This design comes from an exercise in tuning for small area, a short achievable clock period and few clock cycles per item on the open sky130 flow, not from production work. Only simulation tests tie the RTL to the original design; equivalence was not proved.

==> flow/design.v <==
module fpu_lzc #(
    parameter W  = 32,
    parameter CW = 6
) (
    input  wire [W-1:0]  x,
    output wire [CW-1:0] count
);
    localparam L = (W < 2) ? 1 : (W < 4) ? 2 : (W < 8) ? 3 : (W < 16) ? 4 :
                   (W < 32) ? 5 : (W < 64) ? 6 : 7;    
    localparam N = 1 << L;               
    wire [N-1:0] xp = {x, 1'b1, {(N-W-1){1'b0}}};
    wire [N-1:0]   z [0:L];
    wire [N*L-1:0] c [0:L];
    assign z[0] = ~xp;
    assign c[0] = {(N*L){1'b0}};
    genvar l, n;
    generate
        for (l = 1; l <= L; l = l + 1) begin : g_lvl
            for (n = 0; n < (N >> l); n = n + 1) begin : g_node
                wire zh = z[l-1][2*n+1];
                wire zl = z[l-1][2*n];
                assign z[l][n] = zh & zl;
                if (l == 1) begin : g_first
                    assign c[l][n*L +: 1] = zh;
                end else begin : g_rest
                    wire [l-2:0] ch = c[l-1][(2*n+1)*L +: (l-1)];
                    wire [l-2:0] cl = c[l-1][(2*n)*L +: (l-1)];
                    assign c[l][n*L +: l] = zh ? {1'b1, cl} : {1'b0, ch};
                end
            end
            assign z[l][N-1:(N >> l)] = {(N - (N >> l)){1'b0}};
            for (n = 0; n < (N >> l); n = n + 1) begin : g_pad
                if (l < L) begin : g_p
                    assign c[l][n*L + l +: (L - l)] = {(L - l){1'b0}};
                end
            end
            if ((N >> l) < N) begin : g_top
                assign c[l][N*L-1:(N >> l)*L] = {((N - (N >> l))*L){1'b0}};
            end
        end
    endgenerate
    assign count = c[L][CW-1:0];
endmodule
module fpu_round (
    input  wire              sign,
    input  wire signed [9:0] exp,
    input  wire [26:0]       sig,
    input  wire [1:0]        rm,
    output reg  [31:0]       res,
    output wire              of,
    output wire              uf,
    output wire              nx
);
    wire              subn      = (exp < 10'sd1);
    wire signed [9:0] shamt_raw = 10'sd1 - exp;
    wire [4:0]        shamt     = !subn ? 5'd0 :
                                  (shamt_raw > 10'sd27) ? 5'd27 : shamt_raw[4:0];
    wire [53:0]       wide      = {sig, 27'b0} >> shamt;
    wire [26:0]       sh        = {wide[53:28], |wide[27:0]};
    wire lsb  = sh[3];
    wire g    = sh[2];
    wire rest = |sh[1:0];
    wire nx_raw = g | rest;
    reg up;
    always @* begin
        case (rm)
            2'd0:    up = g & (rest | lsb);
            2'd1:    up = 1'b0;
            2'd2:    up = sign & nx_raw;
            default: up = ~sign & nx_raw;
        endcase
    end
    wire [24:0] m = {1'b0, sh[26:3]} + {24'b0, up};
    wire g0    = sig[2];
    wire rest0 = |sig[1:0];
    wire nx0   = g0 | rest0;
    reg  up0;
    always @* begin
        case (rm)
            2'd0:    up0 = g0 & (rest0 | sig[3]);
            2'd1:    up0 = 1'b0;
            2'd2:    up0 = sign & nx0;
            default: up0 = ~sign & nx0;
        endcase
    end
    wire carry0 = (&sig[26:3]) & up0;
    wire tiny   = subn & !((exp == 10'sd0) & carry0);
    wire signed [10:0] e_fin = subn ? {10'b0, m[23]} : ({exp[9], exp} + {10'b0, m[24]});
    wire [22:0]        frac  = (!subn & m[24]) ? m[23:1] : m[22:0];
    wire               ovf   = !subn & (e_fin >= 11'sd255);
    wire to_inf = (rm == 2'd0) | ((rm == 2'd2) & sign) | ((rm == 2'd3) & ~sign);
    always @* begin
        if (ovf)
            res = to_inf ? {sign, 8'hff, 23'h0} : {sign, 8'hfe, 23'h7fffff};
        else
            res = {sign, e_fin[7:0], frac};
    end
    assign of = ovf;
    assign uf = tiny & nx_raw;
    assign nx = nx_raw | ovf;
endmodule
module fpu_addsub (
    input  wire [31:0]       a,
    input  wire [31:0]       b,
    input  wire              sub,
    input  wire [1:0]        rm,
    output wire              use_rnd,
    output wire              r_sign,
    output wire signed [9:0] r_exp,
    output wire [26:0]       r_sig,
    output reg  [31:0]       res,
    output reg  [4:0]        flags     
);
    wire       sa = a[31];
    wire       sb = b[31] ^ sub;
    wire [7:0] ea = a[30:23];
    wire [7:0] eb = b[30:23];
    wire [22:0] fa = a[22:0];
    wire [22:0] fb = b[22:0];
    wire nan_a  = (ea == 8'hff) & (fa != 0);
    wire nan_b  = (eb == 8'hff) & (fb != 0);
    wire snan   = (nan_a & ~fa[22]) | (nan_b & ~fb[22]);
    wire inf_a  = (ea == 8'hff) & (fa == 0);
    wire inf_b  = (eb == 8'hff) & (fb == 0);
    wire effsub = sa ^ sb;
    wire        swap    = b[30:0] > a[30:0];
    wire [7:0]  e_big   = swap ? eb : ea;
    wire [7:0]  e_sml   = swap ? ea : eb;
    wire [22:0] f_big   = swap ? fb : fa;
    wire [22:0] f_sml   = swap ? fa : fb;
    wire        s_big   = swap ? sb : sa;
    wire [7:0]  ee_big  = (e_big == 0) ? 8'd1 : e_big;
    wire [23:0] m_big   = {e_big != 0, f_big};
    wire [23:0] m_sml   = {e_sml != 0, f_sml};
    wire [7:0]  eea     = (ea == 0) ? 8'd1 : ea;
    wire [7:0]  eeb     = (eb == 0) ? 8'd1 : eb;
    wire [7:0]  d_ab    = eea - eeb;
    wire [7:0]  d_ba    = eeb - eea;
    wire [7:0]  d       = swap ? d_ba : d_ab;
    wire [5:0]  dd      = (d > 8'd50) ? 6'd50 : d[5:0];
    wire [99:0] b_wide  = {m_sml, 26'b0, 50'b0} >> dd;
    wire        lost    = |b_wide[49:0];
    wire [50:0] op_a    = {1'b0, m_big, 26'b0};
    wire [50:0] op_b    = {1'b0, b_wide[99:51], b_wide[50] | lost};
    wire [50:0] sum     = effsub ? (op_a - op_b) : (op_a + op_b);
    wire [5:0]  lz;
    fpu_lzc #(.W(51), .CW(6)) u_lzc (.x(sum), .count(lz));
    wire [50:0] norm    = sum << lz;
    assign r_exp  = $signed({2'b0, ee_big}) + 10'sd1 - $signed({4'b0, lz});
    assign r_sig  = {norm[50:25], |norm[24:0]};
    assign r_sign = s_big;
    reg special;
    always @* begin
        special = 1'b1;
        if (nan_a | nan_b) begin
            res   = 32'h7fc00000;
            flags = {snan, 4'b0};
        end else if (inf_a & inf_b & effsub) begin
            res   = 32'h7fc00000;
            flags = 5'b10000;
        end else if (inf_a) begin
            res   = {sa, 8'hff, 23'h0};
            flags = 5'b0;
        end else if (inf_b) begin
            res   = {sb, 8'hff, 23'h0};
            flags = 5'b0;
        end else if (effsub ? (a[30:0] == b[30:0]) : ((a[30:0] == 0) & (b[30:0] == 0))) begin
            res   = {effsub ? (rm == 2'd2) : sa, 31'b0};
            flags = 5'b0;
        end else begin
            special = 1'b0;
            res   = 32'h0;
            flags = 5'b0;
        end
    end
    assign use_rnd = ~special;
endmodule
module fpu_mul (
    input  wire [31:0]       a,
    input  wire [31:0]       b,
    input  wire [23:0]       man,
    input  wire [23:0]       mbn,
    input  wire signed [9:0] xa,
    input  wire signed [9:0] xb,
    output wire              use_rnd,
    output wire              r_sign,
    output wire signed [9:0] r_exp,
    output wire [26:0]       r_sig,
    output reg  [31:0]       res,
    output reg  [4:0]        flags     
);
    wire        sr = a[31] ^ b[31];
    wire [7:0]  ea = a[30:23];
    wire [7:0]  eb = b[30:23];
    wire [22:0] fa = a[22:0];
    wire [22:0] fb = b[22:0];
    wire nan_a  = (ea == 8'hff) & (fa != 0);
    wire nan_b  = (eb == 8'hff) & (fb != 0);
    wire snan   = (nan_a & ~fa[22]) | (nan_b & ~fb[22]);
    wire inf_a  = (ea == 8'hff) & (fa == 0);
    wire inf_b  = (eb == 8'hff) & (fb == 0);
    wire zero_a = (ea == 0) & (fa == 0);
    wire zero_b = (eb == 0) & (fb == 0);
    wire [47:0] p   = man * mbn;
    wire signed [9:0] e0 = xa + xb - 10'sd127;
    wire signed [9:0] e1 = xa + xb - 10'sd126;
    assign r_exp  = p[47] ? e1 : e0;
    assign r_sig  = p[47] ? {p[47:22], |p[21:0]} : {p[46:21], |p[20:0]};
    assign r_sign = sr;
    reg special;
    always @* begin
        special = 1'b1;
        if (nan_a | nan_b) begin
            res   = 32'h7fc00000;
            flags = {snan, 4'b0};
        end else if ((inf_a & zero_b) | (zero_a & inf_b)) begin
            res   = 32'h7fc00000;
            flags = 5'b10000;
        end else if (inf_a | inf_b) begin
            res   = {sr, 8'hff, 23'h0};
            flags = 5'b0;
        end else if (zero_a | zero_b) begin
            res   = {sr, 31'b0};
            flags = 5'b0;
        end else begin
            special = 1'b0;
            res   = 32'h0;
            flags = 5'b0;
        end
    end
    assign use_rnd = ~special;
endmodule
module fpu_unpack (
    input  wire [31:0]       a,
    input  wire [31:0]       b,
    output wire [23:0]       man,
    output wire [23:0]       mbn,
    output wire signed [9:0] xa,
    output wire signed [9:0] xb
);
    wire [7:0]  ea = a[30:23];
    wire [7:0]  eb = b[30:23];
    wire [23:0] ma = {ea != 0, a[22:0]};
    wire [23:0] mb = {eb != 0, b[22:0]};
    wire [4:0]  lza, lzb;
    fpu_lzc #(.W(24), .CW(5)) u_lza (.x(ma), .count(lza));
    fpu_lzc #(.W(24), .CW(5)) u_lzb (.x(mb), .count(lzb));
    assign man = ma << lza;
    assign mbn = mb << lzb;
    assign xa = $signed({2'b0, (ea == 0) ? 8'd1 : ea}) - $signed({5'b0, lza});
    assign xb = $signed({2'b0, (eb == 0) ? 8'd1 : eb}) - $signed({5'b0, lzb});
endmodule
module fpu_divsqrt #(
    parameter KD = 5,    
    parameter KS = 3     
) (
    input  wire              clk,
    input  wire              rst,
    input  wire              start,
    input  wire              is_sqrt,
    input  wire [31:0]       a,
    input  wire [31:0]       b,
    input  wire [23:0]       man,
    input  wire [23:0]       mbn,
    input  wire signed [9:0] xa,
    input  wire signed [9:0] xb,
    input  wire [1:0]        rm,
    output reg               sp_hit,
    output reg  [31:0]       sp_res,
    output reg  [4:0]        sp_flags,    
    output wire              can_start,
    output wire              sq_tok,
    output wire              fin2,
    output wire [31:0]       res,
    output wire [4:0]        flags
);
    localparam ND = (26 + KD - 1) / KD;  
    localparam QD = KD * ND;             
    localparam NS = (26 + KS - 1) / KS;  
    localparam QS = KS * NS;             
    localparam WS = QS + 4;              
    localparam WD = 28;                  
    wire [7:0]  ea = a[30:23];
    wire [7:0]  eb = b[30:23];
    wire [22:0] fa = a[22:0];
    wire [22:0] fb = b[22:0];
    wire nan_a  = (ea == 8'hff) & (fa != 0);
    wire nan_b  = (eb == 8'hff) & (fb != 0);
    wire inf_a  = (ea == 8'hff) & (fa == 0);
    wire inf_b  = (eb == 8'hff) & (fb == 0);
    wire zero_a = (ea == 0) & (fa == 0);
    wire zero_b = (eb == 0) & (fb == 0);
    wire snan_a = nan_a & ~fa[22];
    wire snan_b = nan_b & ~fb[22];
    always @* begin
        sp_hit   = 1'b1;
        sp_res   = 32'h7fc00000;
        sp_flags = 5'b0;
        if (is_sqrt) begin
            if (nan_a)
                sp_flags = {snan_a, 4'b0};
            else if (zero_a)
                sp_res = a;
            else if (a[31])
                sp_flags = 5'b10000;
            else if (inf_a)
                sp_res = a;
            else
                sp_hit = 1'b0;
        end else begin
            if (nan_a | nan_b)
                sp_flags = {snan_a | snan_b, 4'b0};
            else if ((inf_a & inf_b) | (zero_a & zero_b))
                sp_flags = 5'b10000;
            else if (inf_a)
                sp_res = {a[31] ^ b[31], 8'hff, 23'h0};
            else if (zero_b) begin
                sp_res   = {a[31] ^ b[31], 8'hff, 23'h0};
                sp_flags = 5'b01000;
            end else if (zero_a | inf_b)
                sp_res = {a[31] ^ b[31], 31'b0};
            else
                sp_hit = 1'b0;
        end
    end
    wire              a_lt_b   = man < mbn;
    wire signed [9:0] div_exp  = xa - xb + 10'sd127 - (a_lt_b ? 10'sd1 : 10'sd0);
    wire [25:0]       div_rem0 = a_lt_b ? {1'b0, man, 1'b0} : {2'b0, man};
    wire signed [9:0] sq_e     = xa - 10'sd127;
    wire [24:0]       sq_rad   = sq_e[0] ? {man, 1'b0} : {1'b0, man};
    wire signed [9:0] sq_eh    = sq_e - (sq_e[0] ? 10'sd1 : 10'sd0);
    wire signed [9:0] sq_exp   = (sq_eh >>> 1) + 10'sd127;
    localparam S_IDLE = 2'd0, S_ITER = 2'd1, S_FIN1 = 2'd2, S_FIN2 = 2'd3;
    reg [1:0]    state;
    reg [3:0]    count;
    reg          op_sqrt;
    reg          r_sign;
    reg signed [9:0] r_exp;
    reg [1:0]    r_rm;
    reg [26:0]   r_sig;
    reg [WD-1:0] ws, wc;
    reg [24:0]   dd;         
    reg [QD-1:0] qp, qn;     
    reg [WD-1:0] s2, c2, md, ns, nc;
    reg [3:0]    yh;
    reg          qpos, qneg;
    reg [QD-1:0] qpp, qnn;
    integer j;
    always @* begin
        ns  = ws;
        nc  = wc;
        qpp = qp;
        qnn = qn;
        for (j = 0; j < KD; j = j + 1) begin
            s2   = {ns[WD-2:0], 1'b0};
            c2   = {nc[WD-2:0], 1'b0};
            yh   = s2[WD-1:WD-4] + c2[WD-1:WD-4];
            qpos = ~yh[3];
            qneg = yh[3] & (yh != 4'b1111);
            md   = qpos ? ~{{(WD-25){1'b0}}, dd} : qneg ? {{(WD-25){1'b0}}, dd} : {WD{1'b0}};
            ns   = s2 ^ c2 ^ md;
            nc   = {((s2[WD-2:0] & c2[WD-2:0]) | (s2[WD-2:0] & md[WD-2:0]) | (c2[WD-2:0] & md[WD-2:0])), qpos};
            qpp  = {qpp[QD-2:0], qpos};
            qnn  = {qnn[QD-2:0], qneg};
        end
    end
    wire [WD-1:0] wr     = ws + wc;
    wire          wneg   = wr[WD-1];
    wire [WD-1:0] wrd    = wr + {{(WD-25){1'b0}}, dd};
    wire          dstick = wneg ? (wrd != 0) : (wr != 0);
    wire [QD-1:0] qf     = qp + ~qn + {{(QD-1){1'b0}}, ~wneg};
    wire [26:0]   dsig;
    generate
        if (QD > 26) begin : g_dx
            assign dsig = {qf[QD-1:QD-26], (|qf[QD-27:0]) | dstick};
        end else begin : g_de
            assign dsig = {qf, dstick};
        end
    endgenerate
    reg [WS-1:0] rem;        
    reg [25:0]   rad;        
    reg [QS-1:0] q;          
    reg [WS-1:0] s, x, y;
    reg [WS:0]   t;
    reg [QS-1:0] qq;
    reg [25:0]   rr;
    reg          sel;
    integer i;
    always @* begin
        s  = rem;
        qq = q;
        rr = rad;
        for (i = 0; i < KS; i = i + 1) begin
            x   = {s[WS-3:0], rr[25:24]};
            y   = {{(WS-QS-2){1'b0}}, qq, 2'b01};
            t   = {1'b0, x} - {1'b0, y};
            sel = ~t[WS];
            s   = sel ? t[WS-1:0] : x;
            qq  = {qq[QS-2:0], sel};
            rr  = {rr[23:0], 2'b00};
        end
    end
    wire [26:0] ssig;
    generate
        if (QS > 26) begin : g_sx
            assign ssig = {q[QS-1:QS-26], (|q[QS-27:0]) | (rem != 0)};
        end else begin : g_se
            assign ssig = {q, rem != 0};
        end
    endgenerate
    always @(posedge clk) begin
        if (start & is_sqrt) begin
            q   <= {QS{1'b0}};
            rem <= {WS{1'b0}};
            rad <= {sq_rad, 1'b0};
        end else begin
            rem <= s;
            q   <= qq;
            rad <= rr;
        end
        if (start & ~is_sqrt) begin
            ws  <= {{(WD-26){1'b0}}, div_rem0};
            wc  <= {WD{1'b0}};
            dd  <= {mbn, 1'b0};
            qp  <= {QD{1'b0}};
            qn  <= {QD{1'b0}};
        end else begin
            ws  <= ns;
            wc  <= nc;
            qp  <= qpp;
            qn  <= qnn;
        end
    end
    always @(posedge clk) begin
        if (rst) begin
            state <= S_IDLE;
        end else begin
            case (state)
                S_IDLE, S_FIN2: if (start) begin
                    op_sqrt <= is_sqrt;
                    r_rm    <= rm;
                    if (is_sqrt) begin
                        count  <= NS - 1;
                        r_sign <= 1'b0;
                        r_exp  <= sq_exp;
                    end else begin
                        count  <= ND - 1;
                        r_sign <= a[31] ^ b[31];
                        r_exp  <= div_exp;
                    end
                    state <= S_ITER;
                end else begin
                    state <= S_IDLE;
                end
                S_ITER: begin
                    count <= count - 4'd1;
                    if (count == 4'd0)
                        state <= S_FIN1;
                end
                default: begin
                    r_sig <= op_sqrt ? ssig : dsig;
                    state <= S_FIN2;
                end
            endcase
        end
    end
    assign can_start = (state == S_IDLE) | (state == S_FIN2);
    assign fin2      = (state == S_FIN2);
    generate
        if (NS > ND) begin : g_sqtok
            assign sq_tok = (state == S_ITER) & op_sqrt & (count == ND);
        end else begin : g_sqtok0
            assign sq_tok = 1'b0;
        end
    endgenerate
    wire r_of, r_uf, r_nx;
    fpu_round u_round (
        .sign(r_sign), .exp(r_exp), .sig(r_sig), .rm(r_rm),
        .res(res), .of(r_of), .uf(r_uf), .nx(r_nx)
    );
    assign flags = {2'b0, r_of, r_uf, r_nx};
endmodule
module fpu_cvt (
    input  wire [31:0]       a,
    input  wire              to_int,     
    input  wire              is_unsigned,
    input  wire [1:0]        rm,
    output wire              use_rnd,
    output wire              r_sign,
    output wire signed [9:0] r_exp,
    output wire [26:0]       r_sig,
    output reg  [31:0]       res,
    output reg  [4:0]        flags       
);
    wire        i_neg  = ~is_unsigned & a[31];
    wire [31:0] i_mag  = i_neg ? (~a + 32'd1) : a;
    wire [5:0]  i_lz;
    fpu_lzc #(.W(32), .CW(6)) u_lzc (.x(i_mag), .count(i_lz));
    wire [31:0] i_norm = i_mag << i_lz;
    assign r_exp  = 10'sd158 - $signed({4'b0, i_lz});
    assign r_sig  = {i_norm[31:6], |i_norm[5:0]};
    assign r_sign = i_neg;
    assign use_rnd = ~to_int & (a != 32'b0);
    wire        f_sign = a[31];
    wire [7:0]  f_e    = a[30:23];
    wire [22:0] f_f    = a[22:0];
    wire        f_nan  = (f_e == 8'hff) & (f_f != 0);
    wire [7:0]  f_ee   = (f_e == 0) ? 8'd1 : f_e;
    wire [23:0] f_m    = {f_e != 0, f_f};
    wire        f_big  = f_ee >= 8'd150;
    wire [7:0]  f_lsh  = f_ee - 8'd150;
    wire [7:0]  f_rsh  = 8'd150 - f_ee;
    wire [5:0]  f_rs   = (f_rsh > 8'd32) ? 6'd32 : f_rsh[5:0];
    wire [55:0] f_wide = {f_m, 32'b0} >> f_rs;
    wire [23:0] f_int  = f_wide[55:32];
    wire        f_g    = f_big ? 1'b0 : f_wide[31];
    wire        f_st   = f_big ? 1'b0 : |f_wide[30:0];
    wire        f_nx   = f_g | f_st;
    reg up;
    always @* begin
        case (rm)
            2'd0:    up = f_g & (f_st | f_int[0]);
            2'd1:    up = 1'b0;
            2'd2:    up = f_sign & f_nx;
            default: up = ~f_sign & f_nx;
        endcase
    end
    wire [31:0] f_mag = f_big ? ({8'b0, f_m} << f_lsh[3:0]) : ({8'b0, f_int} + {31'b0, up});
    always @* begin
        res   = 32'b0;
        flags = 5'b0;
        if (!to_int) begin
            res   = 32'b0;
            flags = 5'b0;
        end else if (!is_unsigned) begin
            if (f_nan) begin
                res   = 32'b0;
                flags = 5'b10000;
            end else if (f_ee >= 8'd158) begin
                if (f_sign && f_e == 8'd158 && f_f == 0) begin
                    res   = 32'h80000000;
                end else begin
                    res   = f_sign ? 32'h80000000 : 32'h7fffffff;
                    flags = 5'b10000;
                end
            end else begin
                res   = f_sign ? (~f_mag + 32'd1) : f_mag;
                flags = {4'b0, f_nx};
            end
        end else begin
            if (f_nan) begin
                res   = 32'b0;
                flags = 5'b10000;
            end else if (f_ee >= 8'd159) begin
                res   = f_sign ? 32'h0 : 32'hffffffff;
                flags = 5'b10000;
            end else if (f_sign) begin
                res   = 32'b0;
                flags = (f_mag != 0) ? 5'b10000 : {4'b0, f_nx};
            end else begin
                res   = f_mag;
                flags = {4'b0, f_nx};
            end
        end
    end
endmodule
module fpu_cmp (
    input  wire [31:0] a,
    input  wire [31:0] b,
    input  wire [4:0]  func,
    output reg  [31:0] res,
    output reg  [4:0]  flags       
);
    wire [7:0]  ea = a[30:23];
    wire [7:0]  eb = b[30:23];
    wire [22:0] fa = a[22:0];
    wire [22:0] fb = b[22:0];
    wire nan_a  = (ea == 8'hff) & (fa != 0);
    wire nan_b  = (eb == 8'hff) & (fb != 0);
    wire snan_a = nan_a & ~fa[22];
    wire snan_b = nan_b & ~fb[22];
    wire any_nan  = nan_a | nan_b;
    wire any_snan = snan_a | snan_b;
    wire both_zero = (a[30:0] == 0) & (b[30:0] == 0);
    wire lt_total = (a[31] & ~b[31]) |
                    (~a[31] & ~b[31] & (a[30:0] < b[30:0])) |
                    (a[31] & b[31] & (a[30:0] > b[30:0]));
    wire eq  = (a == b) | both_zero;
    wire lt  = lt_total & ~both_zero;
    wire [31:0] vmin = nan_a ? (nan_b ? 32'h7fc00000 : b) : nan_b ? a : (lt_total ? a : b);
    wire [31:0] vmax = nan_a ? (nan_b ? 32'h7fc00000 : b) : nan_b ? a : (lt_total ? b : a);
    wire sub_a  = (ea == 0) & (fa != 0);
    wire zero_a = (ea == 0) & (fa == 0);
    wire inf_a  = (ea == 8'hff) & (fa == 0);
    wire norm_a = (ea != 0) & (ea != 8'hff);
    wire [9:0] cls = {nan_a & fa[22], snan_a,
                      ~a[31] & inf_a, ~a[31] & norm_a, ~a[31] & sub_a, ~a[31] & zero_a,
                       a[31] & zero_a, a[31] & sub_a, a[31] & norm_a, a[31] & inf_a};
    always @* begin
        res   = 32'b0;
        flags = 5'b0;
        case (func)
            5'h05: begin res = vmin; flags = {any_snan, 4'b0}; end
            5'h06: begin res = vmax; flags = {any_snan, 4'b0}; end
            5'h08: res = {1'b0, a[30:0]};
            5'h09: res = {~a[31], a[30:0]};
            5'h18: begin res = {31'b0, ~any_nan & eq};        flags = {any_snan, 4'b0}; end
            5'h19: begin res = {31'b0, ~any_nan & lt};        flags = {any_nan, 4'b0};  end
            5'h1a: begin res = {31'b0, ~any_nan & (lt | eq)}; flags = {any_nan, 4'b0};  end
            5'h1b: begin res = {31'b0, any_nan};              flags = {any_snan, 4'b0}; end
            5'h1c: res = {22'b0, cls};
            default: ;
        endcase
    end
endmodule
module cop1_fpu (
    input  wire        clk,
    input  wire        rst,
    input  wire        in_valid,
    output wire        in_ready,
    input  wire [4:0]  in_func,
    input  wire [1:0]  in_rm,
    input  wire [31:0] in_a,
    input  wire [31:0] in_b,
    output reg         out_valid,
    output reg  [31:0] out_result,
    output reg  [4:0]  out_flags
);
    localparam F_FADD    = 5'h00, F_FSUB    = 5'h01, F_FMUL   = 5'h02,
               F_FDIV    = 5'h03, F_FSQRT   = 5'h04,
               F_FCVTSW  = 5'h10, F_FCVTSWU = 5'h11,
               F_FCVTWS  = 5'h12, F_FCVTWUS = 5'h13;
    localparam KD = 4;
    localparam ND = (26 + KD - 1) / KD;
    localparam TL = ND + 3;
    reg        v0;
    reg [4:0]  f0;
    reg [1:0]  rm0;
    reg [31:0] a0, b0;
    wire       go0;           
    assign in_ready = ~v0 | go0;
    always @(posedge clk) begin
        if (in_ready) begin
            f0  <= in_func;
            rm0 <= in_rm;
            a0  <= in_a;
            b0  <= in_b;
        end
        if (rst)           v0 <= 1'b0;
        else if (in_ready) v0 <= in_valid;
    end
    wire [23:0]       man, mbn;
    wire signed [9:0] xa, xb;
    fpu_unpack u_unpack (.a(a0), .b(b0), .man(man), .mbn(mbn), .xa(xa), .xb(xb));
    wire              add_use, mul_use, cvt_use;
    wire              add_sign, mul_sign, cvt_sign;
    wire signed [9:0] add_exp, mul_exp, cvt_exp;
    wire [26:0]       add_sig, mul_sig, cvt_sig;
    wire [31:0]       add_res, mul_res, cvt_res, cmp_res, ds_res;
    wire [4:0]        add_flags, mul_flags, cvt_flags, cmp_flags, ds_flags;
    fpu_addsub u_add (
        .a(a0), .b(b0), .sub(f0 == F_FSUB), .rm(rm0),
        .use_rnd(add_use), .r_sign(add_sign), .r_exp(add_exp), .r_sig(add_sig),
        .res(add_res), .flags(add_flags)
    );
    fpu_mul u_mul (
        .a(a0), .b(b0), .man(man), .mbn(mbn), .xa(xa), .xb(xb),
        .use_rnd(mul_use), .r_sign(mul_sign), .r_exp(mul_exp), .r_sig(mul_sig),
        .res(mul_res), .flags(mul_flags)
    );
    fpu_cvt u_cvt (
        .a(a0), .to_int(f0[1]), .is_unsigned(f0[0]), .rm(rm0),
        .use_rnd(cvt_use), .r_sign(cvt_sign), .r_exp(cvt_exp), .r_sig(cvt_sig),
        .res(cvt_res), .flags(cvt_flags)
    );
    fpu_cmp u_cmp (
        .a(a0), .b(b0), .func(f0),
        .res(cmp_res), .flags(cmp_flags)
    );
    wire is_ds = (f0 == F_FDIV) | (f0 == F_FSQRT);
    wire              ds_hit, ds_can, ds_sqtok, ds_fin2;
    wire [31:0]       dq_res;
    wire [4:0]        dq_flags;
    reg               started0;   
    wire              ds0   = v0 & is_ds & ~ds_hit;
    wire              start = ds0 & ~started0 & ds_can;
    fpu_divsqrt #(.KD(KD)) u_divsqrt (
        .clk(clk), .rst(rst),
        .start(start), .is_sqrt(f0 == F_FSQRT),
        .a(a0), .b(b0), .man(man), .mbn(mbn), .xa(xa), .xb(xb), .rm(rm0),
        .sp_hit(ds_hit), .sp_res(ds_res), .sp_flags(ds_flags),
        .can_start(ds_can), .sq_tok(ds_sqtok), .fin2(ds_fin2),
        .res(dq_res), .flags(dq_flags)
    );
    assign go0 = v0 & (~ds0 | (start & (f0 != F_FSQRT)) | (started0 & ds_sqtok));
    always @(posedge clk) begin
        if (rst)
            started0 <= 1'b0;
        else if (start & (f0 == F_FSQRT))
            started0 <= 1'b1;
        else if (ds_sqtok)
            started0 <= 1'b0;
    end
    reg              e_use, e_sign;
    reg signed [9:0] e_exp;
    reg [26:0]       e_sig;
    reg [31:0]       e_res;
    reg [4:0]        e_flags;
    always @* begin
        e_use = 1'b0; e_sign = add_sign; e_exp = add_exp; e_sig = add_sig;
        case (f0)
            F_FADD, F_FSUB: begin
                e_use = add_use; e_sign = add_sign; e_exp = add_exp; e_sig = add_sig;
                e_res = add_res; e_flags = add_flags;
            end
            F_FMUL: begin
                e_use = mul_use; e_sign = mul_sign; e_exp = mul_exp; e_sig = mul_sig;
                e_res = mul_res; e_flags = mul_flags;
            end
            F_FDIV, F_FSQRT: begin
                e_res = ds_res; e_flags = ds_flags;
            end
            F_FCVTSW, F_FCVTSWU, F_FCVTWS, F_FCVTWUS: begin
                e_use = cvt_use; e_sign = cvt_sign; e_exp = cvt_exp; e_sig = cvt_sig;
                e_res = cvt_res; e_flags = cvt_flags;
            end
            default: begin
                e_res = cmp_res; e_flags = cmp_flags;
            end
        endcase
    end
    reg              v1, t1, m_use, m_sign;
    reg signed [9:0] m_exp;
    reg [26:0]       m_sig;
    reg [1:0]        m_rm;
    wire [31:0]      m_res   = {m_exp, m_sig[26:5]};
    wire [4:0]       m_flags = m_sig[4:0];
    always @(posedge clk) begin
        m_use  <= e_use;
        m_sign <= e_sign;
        {m_exp, m_sig} <= e_use ? {e_exp, e_sig} : {e_res, e_flags};
        m_rm   <= rm0;
        t1     <= ds0;
        if (rst) v1 <= 1'b0;
        else     v1 <= go0;
    end
    wire [31:0] r_res;
    wire        r_of, r_uf, r_nx;
    fpu_round u_round (
        .sign(m_sign), .exp(m_exp), .sig(m_sig), .rm(m_rm),
        .res(r_res), .of(r_of), .uf(r_uf), .nx(r_nx)
    );
    localparam DW = 38;
    reg  [TL-3:0]        dv;
    reg  [DW*(TL-2)-1:0] dl;
    wire [DW-1:0]        d2 = {t1, m_use ? r_res : m_res,
                               m_use ? {2'b0, r_of, r_uf, r_nx} : m_flags};
    wire [DW-1:0]        dlast = dl[DW*(TL-2)-1 -: DW];
    always @(posedge clk) begin
        dl <= {dl[DW*(TL-3)-1:0], d2};
        if (rst) dv <= {(TL-2){1'b0}};
        else     dv <= {dv[TL-4:0], v1};
    end
    always @(posedge clk) begin
        out_result <= dlast[DW-1] ? dq_res   : dlast[36:5];
        out_flags  <= dlast[DW-1] ? dq_flags : dlast[4:0];
        if (rst) out_valid <= 1'b0;
        else     out_valid <= dv[TL-3];
    end
endmodule
==> flow/run.sh <==
#!/bin/bash
# synth_recipe.tcl (not shown) runs the flow's synth.tcl, then flattens the netlist and writes it again
# the make line also repeats each setting of config.mk as NAME=value (left out here)
make -C /OpenROAD-flow-scripts/flow DESIGN_CONFIG=/design/flow/config.mk WORK_HOME=/design/flow/orfs CLKGATE_MAP_FILE= SYNTH_SCRIPT=/design/flow/synth_recipe.tcl finish
==> flow/config.mk <==
export PLATFORM = sky130hd
export DESIGN_NAME = cop1_fpu
export DESIGN_NICKNAME = cop1_fpu
export VERILOG_FILES = /design/flow/design.v
export SDC_FILE = /design/flow/constraint.sdc
export NUM_CORES = 4
export LEC_CHECK = 0
export CAP_MARGIN = 20
export CORE_MARGIN = 2
export CORE_UTILIZATION = 55
export SETUP_SLACK_MARGIN = 5
export SLEW_MARGIN = 20
==> flow/constraint.sdc <==
create_clock -name core_clock -period 22.0 [get_ports {clk}]
set_input_delay 4.4000 -clock core_clock [delete_from_list [all_inputs] [get_ports {clk}]]
set_output_delay 4.4000 -clock core_clock [all_outputs]
set_load 0.01 [all_outputs]
==> impl_metrics.json, run 1 <==
{
  "status": "timing/DRC/antenna clean",
  "fin_util_pct": 59.46,
  "grt_use_total_pct": 41.75,
  "r2r_end": "m_exp[9]$_DFF_P_",
  "hp-start": "dl[75]$_DFF_P_",
  "synth_cell_types": 123,
  "synth_area_per_cell_um2": 7.914,
  "worst_pin_slew_ns": 1.350,
  "startpoint_type": "flip-flop",
  "clk_latency_ns": 0.70,
  "grt_max_degree": 75,
  "start_util_pct": 55.56,
  "cts_buffers": 80,
  "finClkSkew_ns": 0.05144,
  "clk_pin_slew_ns": 0.06,
  "r2r_setup_slack_ns": 5.70,
  "grt_pass1_vias": 76770,
  "grt.overflow.total": 0,
  "nets": 11420,
  "first_iter_violations": 10050,
  "cp_top_family": "compound AO/OA/AOI/OAI gates",
  "hold_path_end": "dl[113]$_DFF_P_",
  "ys_seq_elements": 729,
  "reg2reg_depth": 49,
  "antenna_found_initial": 19,
  "rsz0062_at_grt": "no",
  "die_w_um": 390.7,
  "cts-root-buf": "clkbuf_16",
  "routedWlPerCell_um": 26.71,
  "worstPathArrival_ns": 16.92,
  "setup_viol": 0,
  "slew_violations": 0,
  "die_h_um": 390.7,
  "cts.sinks": 729,
  "drive_above_1_share_pct": 5.859,
  "synth-async-reset-ratio_pct": 0,
  "yosysSeqAreaShare_pct": 19.45,
  "fmaxAchievable_ghz": 0.06134,
  "path_class": "flip-flop to flip-flop",
  "port-buffer-count": 112,
  "syn2layout_area_growth_pct": 7.021,
  "cp_slowest_cell": "clkinv_1",
  "synth_edf_count": 140,
  "ys.warnings.count": 10,
  "max_stage_delay_ns": 0.94,
  "worstSetupEndpointType": "flip-flop",
  "dr.pass1.iters": 9,
  "grt_pass1_wl_um": 484000,
  "num_vias": 79530,
  "dieArea_um2": 152600,
  "relSlewSlack_pct": 9.051,
  "finalWirelength_um": 325300,
  "fin_crit_sh_pct": 74.10,
  "synthesis.nets": 11630,
  "drc": 0,
  "final.setup.tns_ns": 0,
  "ys.flop_type": "dfxtp_1",
  "routabilityCongestion": 1.097,
  "synth_cells": 10390,
  "syn_area_um2": 82240,
  "htreeDepth": 3,
  "clock_path_buffers": 3,
  "coreArea_um2": 148000,
  "cts_resized": 0,
  "tritoncts": "done",
  "hold_buffers": 0,
  "maxCapViolCount": 0,
  "ioPinCount": 113,
  "hold_class": "flip-flop to flip-flop",
  "crit_buf_inv": 7,
  "holdPathStages": 0,
  "post_cts_buffers": 0,
  "period_needed_ns": 16.30,
  "ant_nets": 0,
  "viasPerCell": 6.530,
  "num_rows": 141,
  "final_hold_viol_count": 0,
  "critical_path_required_ns": 22.62,
  "worstReg2RegStart": "a0[26]$_DFFE_PP_",
  "worstPathMaxFanout": 30,
  "hpwl_um": 249200
}
cell usage in the layout, fill, tap and decap left out, types with 134 or more instances in the layout:
master and instances:
and2_1 134, nand2_1 1144, fa_1 592, edfxtp_1 140, nor2_1 1050, inv_1 987
a21oi_1 830, buf_4 200, o21ai_0 579, mux2i_1 547, xnor2_1 285, ha_1 573
nor3_1 184, dfxtp_1 589, nand3_1 182
routing by layer:
layer / global-route usage (%) / routed length (um)
met4: 19.40 / 18750
met2: 61.66 / 135500
met3: 13.68 / 42130
met1: 55.11 / 128800
met5: 0 / 149
sequential cells by signal, summed over array words and instances, names as in the netlist, 28 cells and up:
name and count:
dl 304, u_divsqrt.qn 28, b0 32, a0 32, u_divsqrt.rem 31, out_result 32, u_divsqrt.ws 28
worst reg2reg max path: cells and delay by family (launching register included):
family / cells / cell delay (ns)
simple gates: 9 / 3.25
flops: 1 / 0.67
compound gates: 21 / 5.92
fa+ha+maj: 8 / 3.39
xor+xnor: 2 / 0.34
buf+inv: 7 / 1.98
mux: 2 / 0.66
worst max path at each step:
stage	start	endpoint	slack, ns	depth (start not counted)
6_report	a0[26]$_DFFE_PP_	m_exp[9]$_DFF_P_	5.70	49
5_1_grt	a0[26]$_DFFE_PP_	m_exp[9]$_DFF_P_	5.01	49
4_1_cts	a0[26]$_DFFE_PP_	m_exp[9]$_DFF_P_	5.78	49
3_5_place_dp	a0[26]$_DFFE_PP_	m_exp[9]$_DFF_P_	5.83	49
3_3_place_gp	a0[26]$_DFFE_PP_	m_exp[9]$_DFF_P_	6.10	49
2_1_floorplan	a0[25]$_DFFE_PP_	m_sig[1]$_SDFF_PN0_	8.87	49
logic make-up after synthesis:
kind of cell | count (synthesis) | share of synthesized area, %
adder cells (fa/ha/maj) | 1166 | 23.14
flip-flops | 729 | 19.45
AO/OA/AOI/OAI | 2533 | 19.25
XOR/XNOR | 409 | 4.356
multiplexers | 624 | 7.776
buffers and inverters | 1629 | 7.640
AND/OR/NAND/NOR | 3302 | 18.39
stage by stage:
stage	area (um^2)	std cells	hold slack [ns]	setup slack, ns
floorplan	82240	10390	0.3096	8.867
global placement	85200	12020	0.3114	6.105
detailed placement	85210	12020	0.3121	5.827
CTS	87950	12170	0.2977	5.785
global route	88000	12170	0.3099	5.011
finish	88020	12180	0.2988	5.698
area by class of cell:
| type | instances | area [um^2] |
|---|---|---|
| diodes | 8 | 20.02 |
| clock inverters | 43 | 486.7 |
| inverters | 1018 | 3826 |
| fillers | 13450 | 60000 |
| repair buffers | 313 | 2630 |
| well taps | 1930 | 2415 |
| flip-flops and latches | 729 | 16000 |
| clock buffers | 103 | 2252 |
| multi-input cells | 8034 | 60390 |
cells in the mapped netlist, types with 106 or more instances:
cell,count,area [um^2]
nand2_1,1148,4309
clkbuf_1,490,1839
xor2_1,120,1051
a21o_1,117,878.3
edfxtp_1,140,4204
dfxtp_1,589,11790
a21oi_1,840,4204
nor3_1,185,925.9
and2_1,134,838.3
inv_1,990,3716
nor2_1,1059,3975
o21ai_0,594,2973
xnor2_1,289,2531
fa_1,592,11850
mux2i_1,547,5475
a31oi_1,106,663.1
ha_1,573,7169
nand3_1,182,910.9
Testbench counts, summed over its fixed seeds: cycles 13,783, ops 12,000.
==> run 2: changes to the inputs <==
--- a/flow/design.v
+++ b/flow/design.v
@@ -331,5 +331,5 @@
     wire signed [9:0] sq_eh    = sq_e - (sq_e[0] ? 10'sd1 : 10'sd0);
     wire signed [9:0] sq_exp   = (sq_eh >>> 1) + 10'sd127;
-    localparam S_IDLE = 2'd0, S_ITER = 2'd1, S_FIN1 = 2'd2, S_FIN2 = 2'd3;
+    localparam S_IDLE = 2'd0, S_ITER = 2'd1, S_FIN1 = 2'd2;
     reg [1:0]    state;
     reg [3:0]    count;
@@ -338,5 +338,9 @@
     reg signed [9:0] r_exp;
     reg [1:0]    r_rm;
-    reg [26:0]   r_sig;
+    reg          fin2_r;     
+    reg          g_sign;
+    reg signed [9:0] g_exp;
+    reg [1:0]    g_rm;
+    reg [26:0]   g_sig;
     reg [WD-1:0] ws, wc;
     reg [24:0]   dd;         
@@ -437,5 +441,5 @@
         end else begin
             case (state)
-                S_IDLE, S_FIN2: if (start) begin
+                S_IDLE, S_FIN1: if (start) begin
                     op_sqrt <= is_sqrt;
                     r_rm    <= rm;
@@ -458,13 +462,20 @@
                         state <= S_FIN1;
                 end
-                default: begin
-                    r_sig <= op_sqrt ? ssig : dsig;
-                    state <= S_FIN2;
-                end
+                default: state <= S_IDLE;
             endcase
         end
     end
-    assign can_start = (state == S_IDLE) | (state == S_FIN2);
-    assign fin2      = (state == S_FIN2);
+    always @(posedge clk) begin
+        if (rst) fin2_r <= 1'b0;
+        else     fin2_r <= (state == S_FIN1);
+        if (state == S_FIN1) begin
+            g_sign <= r_sign;
+            g_exp  <= r_exp;
+            g_rm   <= r_rm;
+            g_sig  <= op_sqrt ? ssig : dsig;
+        end
+    end
+    assign can_start = (state == S_IDLE) | (state == S_FIN1);
+    assign fin2      = fin2_r;
     generate
         if (NS > ND) begin : g_sqtok
@@ -476,5 +487,5 @@
     wire r_of, r_uf, r_nx;
     fpu_round u_round (
-        .sign(r_sign), .exp(r_exp), .sig(r_sig), .rm(r_rm),
+        .sign(g_sign), .exp(g_exp), .sig(g_sig), .rm(g_rm),
         .res(res), .of(r_of), .uf(r_uf), .nx(r_nx)
     );
==> flow/flow/run.sh (new file) <==
#!/bin/bash
set -euo pipefail
bash standard.sh SETUP_SLACK_MARGIN=8 finish > standard.log 2>&1
==> flow/standard.sh (new file) <==
#!/bin/bash
# synth_recipe.tcl (not shown) runs the flow's synth.tcl, then flattens the netlist and writes it again
# the make line also repeats each setting of config.mk as NAME=value (left out here)
make -C /OpenROAD-flow-scripts/flow DESIGN_CONFIG=/design/flow/config.mk WORK_HOME=/design/flow/orfs CLKGATE_MAP_FILE= SYNTH_SCRIPT=/design/flow/synth_recipe.tcl "${@:-finish}"
--- a/flow/config.mk
+++ b/flow/config.mk
@@ -9,4 +9,3 @@
 export CORE_MARGIN = 2
 export CORE_UTILIZATION = 55
-export SETUP_SLACK_MARGIN = 5
 export SLEW_MARGIN = 20
removed: flow/run.sh
==> run 2 against run 1 <==
Effect of this change:
- highest routed layer unchanged
- critical path depth is 6 lower
- global-route usage is 0.35 points higher
- critical endpoint unchanged
- hold slack worse by 0.014 ns
- die area is 1.3% higher
- routed wire length is 3.0% higher
- final cell count is 2.2% higher
- sequential share of layout area hardly changed
- core utilization is 0.72 points higher
==> impl_metrics.json, run 2 <==
{
  "ant_nets": 0,
  "rsz0062_at_grt": "no",
  "dr.pass1.iters": 9,
  "path_class": "flip-flop to flip-flop",
  "coreArea_um2": 150100,
  "worstPathMaxFanout": 73,
  "die_h_um": 393.1,
  "crit_buf_inv": 6,
  "antenna_found_initial": 11,
  "final_hold_viol_count": 0,
  "nets": 11590,
  "final.setup.tns_ns": 0,
  "cp_top_family": "simple AND/OR/NAND/NOR gates",
  "syn2layout_area_growth_pct": 8.483,
  "routabilityCongestion": 1.101,
  "critical_path_required_ns": 22.61,
  "clk_latency_ns": 0.72,
  "ioPinCount": 113,
  "status": "timing/DRC/antenna clean",
  "synth-async-reset-ratio_pct": 0,
  "final_cell_area_um2": 90350,
  "cp_slowest_cell": "edfxtp_1",
  "synthesis.nets": 11720,
  "hp-start": "dl[144]$_DFF_P_",
  "dpl_worst_slack_ns": 5.771,
  "grt_pass1_wl_um": 490800,
  "worst_pin_slew_ns": 1.268,
  "synth_area_leaders": "fa_1, dfxtp_1, ha_1",
  "cts-root-buf": "clkbuf_16",
  "period_needed_ns": 13.65,
  "finalWirelength_um": 335200,
  "final_cell_mix": "nand2_1, nor2_1, inv_1",
  "hold_buffers": 0,
  "relSlewSlack_pct": 14.85,
  "synth_edf_count": 153,
  "holdPathStages": 0,
  "clock_path_buffers": 3,
  "largest_register": "dl",
  "tritoncts": "done",
  "routedWlPerCell_um": 26.92,
  "cts.sinks": 742,
  "port-buffer-count": 112,
  "fmaxAchievable_ghz": 0.07327,
  "slew_violations": 0,
  "die_w_um": 393.1,
  "grt_pass1_vias": 77360,
  "mostFrequentLayoutCell": "nand2_1",
  "synthTopCellsByCount": "nand2_1, nor2_1, inv_1",
  "drive_above_1_share_pct": 7.618,
  "worst_slack_ns": 8.352,
  "num_rows": 142,
  "startpoint_type": "flip-flop",
  "hold_class": "flip-flop to flip-flop",
  "ys_seq_elements": 742,
  "syn_area_um2": 83290,
  "worstPathArrival_ns": 14.26,
  "start_util_pct": 55.48,
  "largest_reg_flops": 304,
  "hpwl_um": 255600,
  "setup_viol": 0,
  "dieArea_um2": 154600,
  "worstSetupEndpointType": "flip-flop",
  "ys.warnings.count": 10,
  "hold_slack_ns": 0.2850,
  "cts_buffers": 78,
  "htreeDepth": 3,
  "worstReg2RegStart": "b0[14]$_DFFE_PP_",
  "drc": 0,
  "yosysSeqAreaShare_pct": 19.67,
  "synth_area_per_cell_um2": 7.945,
  "clk_pin_slew_ns": 0.07,
  "fin_crit_sh_pct": 62.04,
  "reg2reg_depth": 43,
  "max_stage_delay_ns": 0.86,
  "num_vias": 81510,
  "cpMostUsedCell": "ha_1",
  "ys.flop_type": "dfxtp_1",
  "grt.overflow.total": 0,
  "dpl_cell_area_um2": 86380,
  "viasPerCell": 6.546,
  "grt_max_degree": 100,
  "synth_cells": 10480,
  "synth_cell_types": 141,
  "n_fill_cell": 13260,
  "synth.most_common_cell": "nand2_1",
  "crit_cells": 43,
  "first_iter_violations": 10620,
  "grt_use_total_pct": 42.10,
  "cp-startpoint": "b0[14]$_DFFE_PP_",
  "synth.largest_area_cell": "fa_1",
  "yosys.area.top_type_share_pct": 14.23,
  "maxCapViolCount": 0,
  "finClkSkew_ns": 0.06547
}
run 2: changes by cell type in the layout (fill, tap and decap cells not counted), moves of 13 or more:
cell	before	now
a211o_1	20	33
a21oi_1	830	787
a22oi_1	25	46
and2_1	134	121
buf_4	200	252
clkinvlp_4	5	19
edfxtp_1	140	153
nor2_1	1050	1133
nor4_1	49	69
o21a_1	56	76
o21ai_0	579	513
o21ai_1	32	47
o221ai_1	46	33
xnor2_1	285	257
run 2: worst register-to-register path: cells and delay by family, from the launching register on:
kind            cells  cell delay, ns
fa+ha+maj           3            0.88
simple gates       16            4.98
compound gates     16            4.20
xor+xnor            1            0.51
mux                 1            0.51
flops               1            0.86
buf+inv             6            1.64
run 2: cells by family after synthesis:
logic type | after synthesis | synth area share, %
buf+inv | 1632 | 7.668
simple gates | 3426 | 18.76
flops | 742 | 19.67
mux | 646 | 7.985
xor+xnor | 383 | 4.028
fa+ha+maj | 1164 | 22.82
compound gates | 2490 | 19.07
run 2: layer usage:
metal / up-vias / track usage (%) / part of all wire (%)
li1: 35940 / - / -
met1: 39020 / 55.64 / 39
met2: 5325 / 60.72 / 41
met3: 1219 / 13.93 / 13
met4: 8 / 22.33 / 6.5
met5: - / 0 / 0.063
run 2: worst paths after layout:
kind / to / slack [ns]
max reg2reg: m_exp[9]$_DFF_P_ / 8.35
min reg2reg: dl[182]$_DFF_P_ / 0.29
max: m_exp[9]$_DFF_P_ / 8.35
min: dl[182]$_DFF_P_ / 0.29
run 2: final cells by class:
class | instances | area (um^2) | share of cell area (%)
Inverter | 1033 | 3948 | 4.369
Timing Repair Buffer | 385 | 3333 | 3.689
Timing Repair inverter | 3 | 17.52 | 0.01939
Tap cell | 2016 | 2522 | 2.792
Clock inverter | 42 | 515.5 | 0.5705
Antenna cell | 14 | 35.03 | 0.03877
Sequential cell | 742 | 16390 | 18.14
Clock buffer | 103 | 2148 | 2.378
Multi-Input combinational cell | 8114 | 61450 | 68.01
run 2: timing repair:
item | in CTS | in global routing
endpoints found under the setup margin | 37 | 37
cloned | 3 | 9
pin swaps | 4 | 17
setup buffers | 13 | 54
resized for setup | 54 | 99
run 2: stage by stage:
| step | util, % | std cells |
|---|---|---|
| 3_3_place_gp | 57.47 | 12210 |
| 2_1_floorplan | - | 10480 |
| 6_report | 60.18 | 12450 |
| 4_1_cts | 59.52 | 12370 |
| 3_5_place_dp | 57.54 | 12210 |
| 5_1_grt | 60.16 | 12440 |
Testbench counts of run 2, summed over its fixed seeds: cycles 13,479, ops 12,000.
==> run 3: changes to the inputs <==
--- a/flow/design.v
+++ b/flow/design.v
@@ -139,4 +139,5 @@
     wire [7:0]  d       = swap ? d_ba : d_ab;
     wire [5:0]  dd      = (d > 8'd50) ? 6'd50 : d[5:0];
+    wire        near    = (effsub & (d[7:1] == 7'd0)) | (e_big == 0);
     wire [99:0] b_wide  = {m_sml, 26'b0, 50'b0} >> dd;
     wire        lost    = |b_wide[49:0];
@@ -144,9 +145,15 @@
     wire [50:0] op_b    = {1'b0, b_wide[99:51], b_wide[50] | lost};
     wire [50:0] sum     = effsub ? (op_a - op_b) : (op_a + op_b);
-    wire [5:0]  lz;
-    fpu_lzc #(.W(51), .CW(6)) u_lzc (.x(sum), .count(lz));
-    wire [50:0] norm    = sum << lz;
+    wire [1:0]  flz     = sum[50] ? 2'd0 : sum[49] ? 2'd1 : 2'd2;
+    wire [50:0] fnorm   = sum[50] ? sum : sum[49] ? {sum[49:0], 1'b0} : {sum[48:0], 2'b0};
+    wire [25:0] na      = {1'b0, m_big, 1'b0};
+    wire [25:0] nb      = d[0] ? {2'b0, m_sml} : {1'b0, m_sml, 1'b0};
+    wire [25:0] nsum    = effsub ? (na - nb) : (na + nb);
+    wire [4:0]  nlz;
+    fpu_lzc #(.W(26), .CW(5)) u_lzc (.x(nsum), .count(nlz));
+    wire [25:0] nnorm   = nsum << nlz;
+    wire [5:0]  lz      = near ? {1'b0, nlz} : {4'b0, flz};
     assign r_exp  = $signed({2'b0, ee_big}) + 10'sd1 - $signed({4'b0, lz});
-    assign r_sig  = {norm[50:25], |norm[24:0]};
+    assign r_sig  = near ? {nnorm, 1'b0} : {fnorm[50:25], |fnorm[24:0]};
     assign r_sign = s_big;
     reg special;
@@ -651,4 +658,9 @@
     wire       go0;           
     assign in_ready = ~v0 | go0;
+    wire [23:0]       in_man, in_mbn;
+    wire signed [9:0] in_xa, in_xb;
+    fpu_unpack u_unpack (.a(in_a), .b(in_b), .man(in_man), .mbn(in_mbn), .xa(in_xa), .xb(in_xb));
+    reg [23:0]        man, mbn;
+    reg signed [9:0]  xa, xb;
     always @(posedge clk) begin
         if (in_ready) begin
@@ -657,11 +669,12 @@
             a0  <= in_a;
             b0  <= in_b;
+            man <= in_man;
+            mbn <= in_mbn;
+            xa  <= in_xa;
+            xb  <= in_xb;
         end
         if (rst)           v0 <= 1'b0;
         else if (in_ready) v0 <= in_valid;
     end
-    wire [23:0]       man, mbn;
-    wire signed [9:0] xa, xb;
-    fpu_unpack u_unpack (.a(a0), .b(b0), .man(man), .mbn(mbn), .xa(xa), .xb(xb));
     wire              add_use, mul_use, cvt_use;
     wire              add_sign, mul_sign, cvt_sign;
==> flow/flow/run.sh (replaced) <==
#!/bin/bash
set -euo pipefail
bash standard.sh SETUP_SLACK_MARGIN=10 finish > standard.log 2>&1
==> run 3 against run 2 <==
Effect of this change:
- critical path depth decreased by 1
- first-iteration DRC count down 23%
- highest routed layer unchanged
- largest cell class unchanged
- non-clock buffer count fell by 35
- clock-buffer cell count increased by 8
- area after synthesis is 4.1% higher
- register-to-register slack better by 2.0 ns
- clock skew down 0.010 ns
- sequential share of layout area up 1.5 points
- global-route usage is 2.5 points lower
- via count is essentially flat
- routed wire length decreased by 2.4%
==> impl_metrics.json, run 3 <==
{
  "status": "timing/DRC/antenna clean",
  "synth_cells": 10780,
  "coreArea_um2": 156400,
  "synthesis.nets": 12070,
  "cp_top_family": "compound AO/OA/AOI/OAI gates",
  "path_class": "flip-flop to flip-flop",
  "final_hold_viol_count": 0,
  "fin_util_pct": 59.85,
  "routabilityCongestion": 1.132,
  "synth_edf_count": 219,
  "grt_max_degree": 137,
  "worstPathMaxFanout": 17,
  "mostFrequentLayoutCell": "nand2_1",
  "num_vias": 81470,
  "largest_reg_flops": 304,
  "start_util_pct": 55.45,
  "crit_buf_inv": 5,
  "yosysSeqAreaShare_pct": 21.20,
  "die_h_um": 401.1,
  "period_needed_ns": 11.61,
  "synthTopCellsByCount": "nand2_1, inv_1, nor2_1",
  "clk_latency_ns": 0.73,
  "startpoint_type": "flip-flop",
  "cp_slowest_cell": "or4_1",
  "ant_nets": 0,
  "ys_seq_elements": 809,
  "tritoncts": "done",
  "fmaxAchievable_ghz": 0.08615,
  "cts_buffers": 86,
  "worst_pin_slew_ns": 1.206,
  "dpl_worst_slack_ns": 8.241,
  "critical_path_required_ns": 22.56,
  "grt_use_total_pct": 39.64,
  "syn_area_um2": 86720,
  "dieArea_um2": 160900,
  "final_cell_mix": "nand2_1, inv_1, nor2_1",
  "largest_register": "dl",
  "ys.flop_type": "dfxtp_1",
  "htreeDepth": 3,
  "dr.pass1.iters": 6,
  "finClkSkew_ns": 0.05519,
  "finalWirelength_um": 327100,
  "yosys.area.top_type_share_pct": 13.71,
  "setup_viol": 0,
  "synth.largest_area_cell": "fa_1",
  "synth-async-reset-ratio_pct": 0,
  "first_iter_violations": 8139,
  "rsz0062_at_grt": "yes",
  "cts-root-buf": "clkbuf_16",
  "grt_pass1_wl_um": 489400,
  "nets": 11890,
  "drive_above_1_share_pct": 6.314,
  "synth.most_common_cell": "nand2_1",
  "fin_crit_sh_pct": 52.76,
  "port-buffer-count": 112,
  "hold_buffers": 0,
  "maxCapViolCount": 0,
  "cts.sinks": 809,
  "worstSetupEndpointType": "flip-flop",
  "clk_pin_slew_ns": 0.07,
  "relSlewSlack_pct": 18.77,
  "viasPerCell": 6.389,
  "antenna_found_initial": 24,
  "grt_pass1_vias": 78940,
  "clock_path_buffers": 3,
  "syn2layout_area_growth_pct": 7.919,
  "final.setup.tns_ns": 0,
  "ys.warnings.count": 10,
  "worst_slack_ns": 10.39,
  "slew_violations": 0,
  "die_w_um": 401.1,
  "hold_class": "flip-flop to flip-flop",
  "synth_cell_types": 126,
  "synth_area_leaders": "fa_1, dfxtp_1, ha_1",
  "synth_area_per_cell_um2": 8.045,
  "max_stage_delay_ns": 0.68,
  "hpwl_um": 252200,
  "worstPathArrival_ns": 12.17,
  "num_rows": 145,
  "ioPinCount": 113,
  "grt.overflow.total": 0,
  "drc": 0,
  "routedWlPerCell_um": 25.65
}
[run 3: repair_timing]
action / 4_1_cts / 5_1_grt
endpoints found under the setup margin: 29 / 81
cloned: 1 / 2
hold endpoints to repair: 0 / 0
resized for setup: 17 / 47
pin swaps: 4 / 12
setup buffers: 14 / 11
[run 3: kinds of logic (layout without fill, tap and decap cells)]
logic type,after synthesis,after routing,share of synthesized area (%)
and+or+nand+nor,3589,3591,19.36
AOI/OAI and AO/OA,2493,2494,18.28
buffers and inverters,1688,1580,7.486
adders and majority gates,1211,1211,22.61
DFF,809,809,21.20
muxes,589,589,7.015
xor gates and xnor gates,401,401,4.050
other,0,19,0
[run 3: area by class of cell]
| cell class | instances | area [um^2] |
|---|---|---|
| inverter | 1069 | 4023 |
| clock inverter | 50 | 655.6 |
| tap | 2058 | 2575 |
| multi-input combinational | 8286 | 62430 |
| fill | 13950 | 62800 |
| timing repair buffer | 350 | 3049 |
| antenna | 19 | 47.55 |
| clock buffer | 111 | 2419 |
| sequential | 809 | 18390 |
[run 3: routing by layer]
layer / vias to the layer above / wire length [um] / global-route usage (%)
met5: - / 60 / 0
met3: 1127 / 31420 / 8.767
met1: 39180 / 125400 / 49.07
met4: 8 / 27580 / 27.84
met2: 4447 / 142700 / 61.42
li1: 36700 / - / -
[run 3: stage by stage]
stage          std cells  hold slack [ns]  area, um^2
6_report           12750           0.3116       93590
5_1_grt            12740           0.3184       93550
4_1_cts            12710           0.3192       93080
3_5_place_dp       12540           0.3121       89830
3_3_place_gp       12540           0.3095       89790
2_1_floorplan      10780           0.3096       86720
[run 3: worst paths after layout]
kind / start / cells after the start / to / slack (ns)
max reg2reg: b0[30]$_DFFE_PP_ / 42 / m_exp[7]$_DFF_P_ / 10.39
min reg2reg: dl[91]$_DFF_P_ / 0 / dl[129]$_DFF_P_ / 0.31
min: dl[91]$_DFF_P_ / 0 / dl[129]$_DFF_P_ / 0.31
max: b0[30]$_DFFE_PP_ / 42 / m_exp[7]$_DFF_P_ / 10.39
Testbench counts of run 3, summed over its fixed seeds: cycles 13,479, ops 12,000.
==> run 4: changes to the inputs <==
==> flow/flow/run.sh (replaced) <==
#!/bin/bash
set -euo pipefail
bash standard.sh SETUP_SLACK_MARGIN=12 finish > standard.log 2>&1
==> run 4 against run 3 <==
Effect of this change:
- largest cell class unchanged
- sequential share of layout area shrank 0.63 points
- clock skew shrank 0.010 ns
- highest routed layer unchanged
- critical path type unchanged
- still clean on timing, DRC and antenna
- synthesized cell count is the same
==> impl_metrics.json, run 4 <==
{
  "rsz0062_at_grt": "yes",
  "gr-usage-met1_pct": 54.20,
  "finalWirelength_um": 337700,
  "clk_latency_ns": 0.74,
  "worstPathMaxFanout": 29,
  "syn_area_um2": 86720,
  "fin_crit_sh_pct": 47.87,
  "dieArea_um2": 160900,
  "use_met3_pct": 11.43,
  "use_met2_pct": 60.22,
  "cts_buffers": 87,
  "busiest_layer": "met2",
  "grt_pass1_wl_um": 499600,
  "n_fill_cell": 13700,
  "first_iter_violations": 9601,
  "hold_class": "flip-flop to flip-flop",
  "crit_cells": 57,
  "dpl_worst_slack_ns": 8.804,
  "synth_edf_count": 219,
  "ys_seq_elements": 809,
  "final_hold_viol_count": 0,
  "max_stage_delay_ns": 0.44,
  "yosys.area.top_type_share_pct": 13.71,
  "yosysSeqAreaShare_pct": 21.20,
  "slew_violations": 0,
  "grt_max_degree": 131,
  "fmaxAchievable_ghz": 0.09496,
  "reg2reg_depth": 57,
  "grt_pass1_vias": 80070,
  "cts-root-buf": "clkbuf_16",
  "r2r_setup_slack_ns": 11.47,
  "relSlewSlack_pct": 12.79,
  "hp-start": "dl[255]$_DFF_P_",
  "synth_area_leaders": "fa_1, dfxtp_1, ha_1",
  "final_cell_area_um2": 96700,
  "routabilityCongestion": 1.057,
  "routedWlPerCell_um": 26.18,
  "hold_path_end": "dl[293]$_DFF_P_",
  "ant_nets": 0,
  "cts.sinks": 809,
  "antenna_found_initial": 16,
  "worst_slack_ns": 11.47,
  "synthesis.nets": 12070,
  "coreArea_um2": 156400,
  "holdPathStages": 0,
  "synth.most_common_cell": "nand2_1",
  "r2r_end": "m_exp[7]$_DFF_P_",
  "synth_cells": 10780,
  "drc": 0,
  "critical_path_required_ns": 22.54,
  "largest_reg_flops": 304,
  "worstPathArrival_ns": 11.07,
  "num_vias": 82800,
  "ys.warnings.count": 10,
  "cp_slowest_cell": "edfxtp_1",
  "syn2layout_area_growth_pct": 11.50,
  "tritoncts": "done",
  "final.setup.tns_ns": 0,
  "startpoint_type": "flip-flop",
  "worstSetupEndpointType": "flip-flop",
  "clk_pin_slew_ns": 0.07,
  "dr.pass1.iters": 8,
  "synth_area_per_cell_um2": 8.045,
  "largest_register": "dl",
  "synth_cell_types": 126,
  "worstReg2RegStart": "a0[27]$_DFFE_PP_",
  "hpwl_um": 251800,
  "grt.overflow.total": 0,
  "worst_pin_slew_ns": 1.296,
  "finClkSkew_ns": 0.04499,
  "dpl_cell_area_um2": 89890,
  "status": "timing/DRC/antenna clean",
  "grt_use_total_pct": 40.52,
  "synth.largest_area_cell": "fa_1",
  "period_needed_ns": 10.53,
  "ys.flop_type": "dfxtp_1",
  "port-buffer-count": 112,
  "nets": 12050,
  "dp.cells": 12540,
  "die_w_um": 401.1,
  "ioPinCount": 113,
  "cpMostUsedCell": "o21ai_1",
  "cp_top_family": "compound AO/OA/AOI/OAI gates",
  "mostFrequentLayoutCell": "nand2_1",
  "maxCapViolCount": 0,
  "htreeDepth": 3,
  "clock_path_buffers": 3,
  "final_cell_mix": "nand2_1, inv_1, nor2_1",
  "synthTopCellsByCount": "nand2_1, inv_1, nor2_1",
  "viasPerCell": 6.418,
  "path_class": "flip-flop to flip-flop",
  "setup_viol": 0,
  "synth-async-reset-ratio_pct": 0,
  "die_h_um": 401.1,
  "drive_above_1_share_pct": 9.788,
  "num_rows": 145,
  "fin_cells": 12900,
  "crit_buf_inv": 8,
  "start_util_pct": 55.45,
  "hold_buffers": 0
}
run 4: cell count changes in the layout (fill, tap and decap cells not counted), moves of 11 or more:
cell,previous run,this run
a21boi_0,53,37
a21boi_1,0,11
a21oi_1,817,768
a21oi_2,11,51
buf_12,3,21
buf_4,226,338
buf_6,0,27
diode_2,19,4
nand2_1,1216,1204
nand3_1,248,236
nand3_2,4,15
o21ai_0,523,456
o21ai_1,23,75
o21ai_2,10,23
run 4: worst reg2reg max path: cells and delay by family, from the launching register on:
family / cells / cell delay (ns)
compound gates: 32 / 5.50
xor+xnor: 1 / 0.14
fa+ha+maj: 4 / 1.02
buf+inv: 8 / 0.97
flops: 1 / 0.44
mux: 1 / 0.34
simple gates: 11 / 1.89
run 4: what timing repair did:
item | 4_1_cts | 5_1_grt
cloned | 12 | 5
endpoints found under the hold margin | 0 | 0
endpoints found under the setup margin | 167 | 172
resized for setup | 245 | 229
setup buffers | 135 | 49
pin swaps | 69 | 72
run 4: cell type report:
cell class,count,area (um^2),share of cell area (%)
repair inverters,1,7.507,0.007764
well taps,2058,2575,2.663
clock inverters,36,526.8,0.5448
clock buffers,125,2575,2.663
diodes,4,10.01,0.01035
multi-input cells,8293,63970,66.16
inverters,1069,4049,4.187
repair buffers,507,4592,4.749
flip-flops and latches,809,18390,19.02
run 4: how the worst max path moves through the flow:
stage | start | to | slack, ns
after floorplan | a0[26]$_DFFE_PP_ | m_exp[7]$_DFF_P_ | 11.95
after global placement | a0[25]$_DFFE_PP_ | m_exp[7]$_DFF_P_ | 8.86
after detailed placement | a0[25]$_DFFE_PP_ | m_exp[7]$_DFF_P_ | 8.80
after CTS | a0[27]$_DFFE_PP_ | m_exp[7]$_DFF_P_ | 11.71
after global routing | a0[27]$_DFFE_PP_ | m_exp[7]$_DFF_P_ | 11.09
final | a0[27]$_DFFE_PP_ | m_exp[7]$_DFF_P_ | 11.47
run 4: kinds of logic after synthesis:
logic type | Yosys count | synth area share (%)
AOI/OAI and AO/OA | 2493 | 18.28
xor gates and xnor gates | 401 | 4.050
adders and majority gates | 1211 | 22.61
buffers and inverters | 1688 | 7.486
DFF | 809 | 21.20
muxes | 589 | 7.015
and+or+nand+nor | 3589 | 19.36
run 4: per-stage QoR:
stage,hold WS (ns),util [%]
2_1_floorplan,0.3096,-
3_3_place_gp,0.3099,57.47
5_1_grt,0.3167,61.83
4_1_cts,0.3044,60.91
6_report,0.3008,61.83
3_5_place_dp,0.3121,57.48
run 4: layer usage:
layer  vias to the layer above  part of all wire (%)
met2                      4786                    42
li1                      37080                     -
met1                     39970                    40
met4                        10                   5.8
met5                         -                 0.022
met3                       956                    12

[separate check: timing with driven ports]
The flow's constraints put no driver on any port. The routed layouts listed below were extracted and timed again, unchanged, in two steps.
Step 1 (the two cells are an assumption about what drives the block):
set clk [get_ports {clk}]
set_driving_cell -lib_cell sky130_fd_sc_hd__clkbuf_16 $clk
set_driving_cell -lib_cell sky130_fd_sc_hd__buf_2 [delete_from_list [all_inputs] $clk]
Step 2 adds t to the input delays and takes it off the output delays; t is the mean of the earliest and latest rising clock arrival at the registers after step 1. Input paths then give back, and output paths get back, about the clock's delay inside the block.
Three values: no drivers, after step 1, after step 2; two values: the first two.
run | shift t [ns] | setup slack, ns | latest minus earliest clock arrival (ns) | worst slew at a driven data input, ns | cell pins on the clock port's net
run 1 | 0.761 | 5.698 / 5.698 / 5.698 | 0.051 / 0.052 | 0.11 | 1
run 2 | 0.776 | 8.352 / 8.352 / 8.352 | 0.069 / 0.068 | 0.07 | 1
run 3 | 0.795 | 10.393 / 10.393 / 10.305 | 0.059 / 0.060 | 0.18 | 1
run 4 | 0.812 | 11.469 / 11.469 / 11.349 | 0.045 / 0.045 | 0.33 | 1
After both steps setup and hold are still met in every run listed. The setup slack of run 4, which loses most, moves by 0.000 ns with the drivers and by -0.120 ns with both steps.
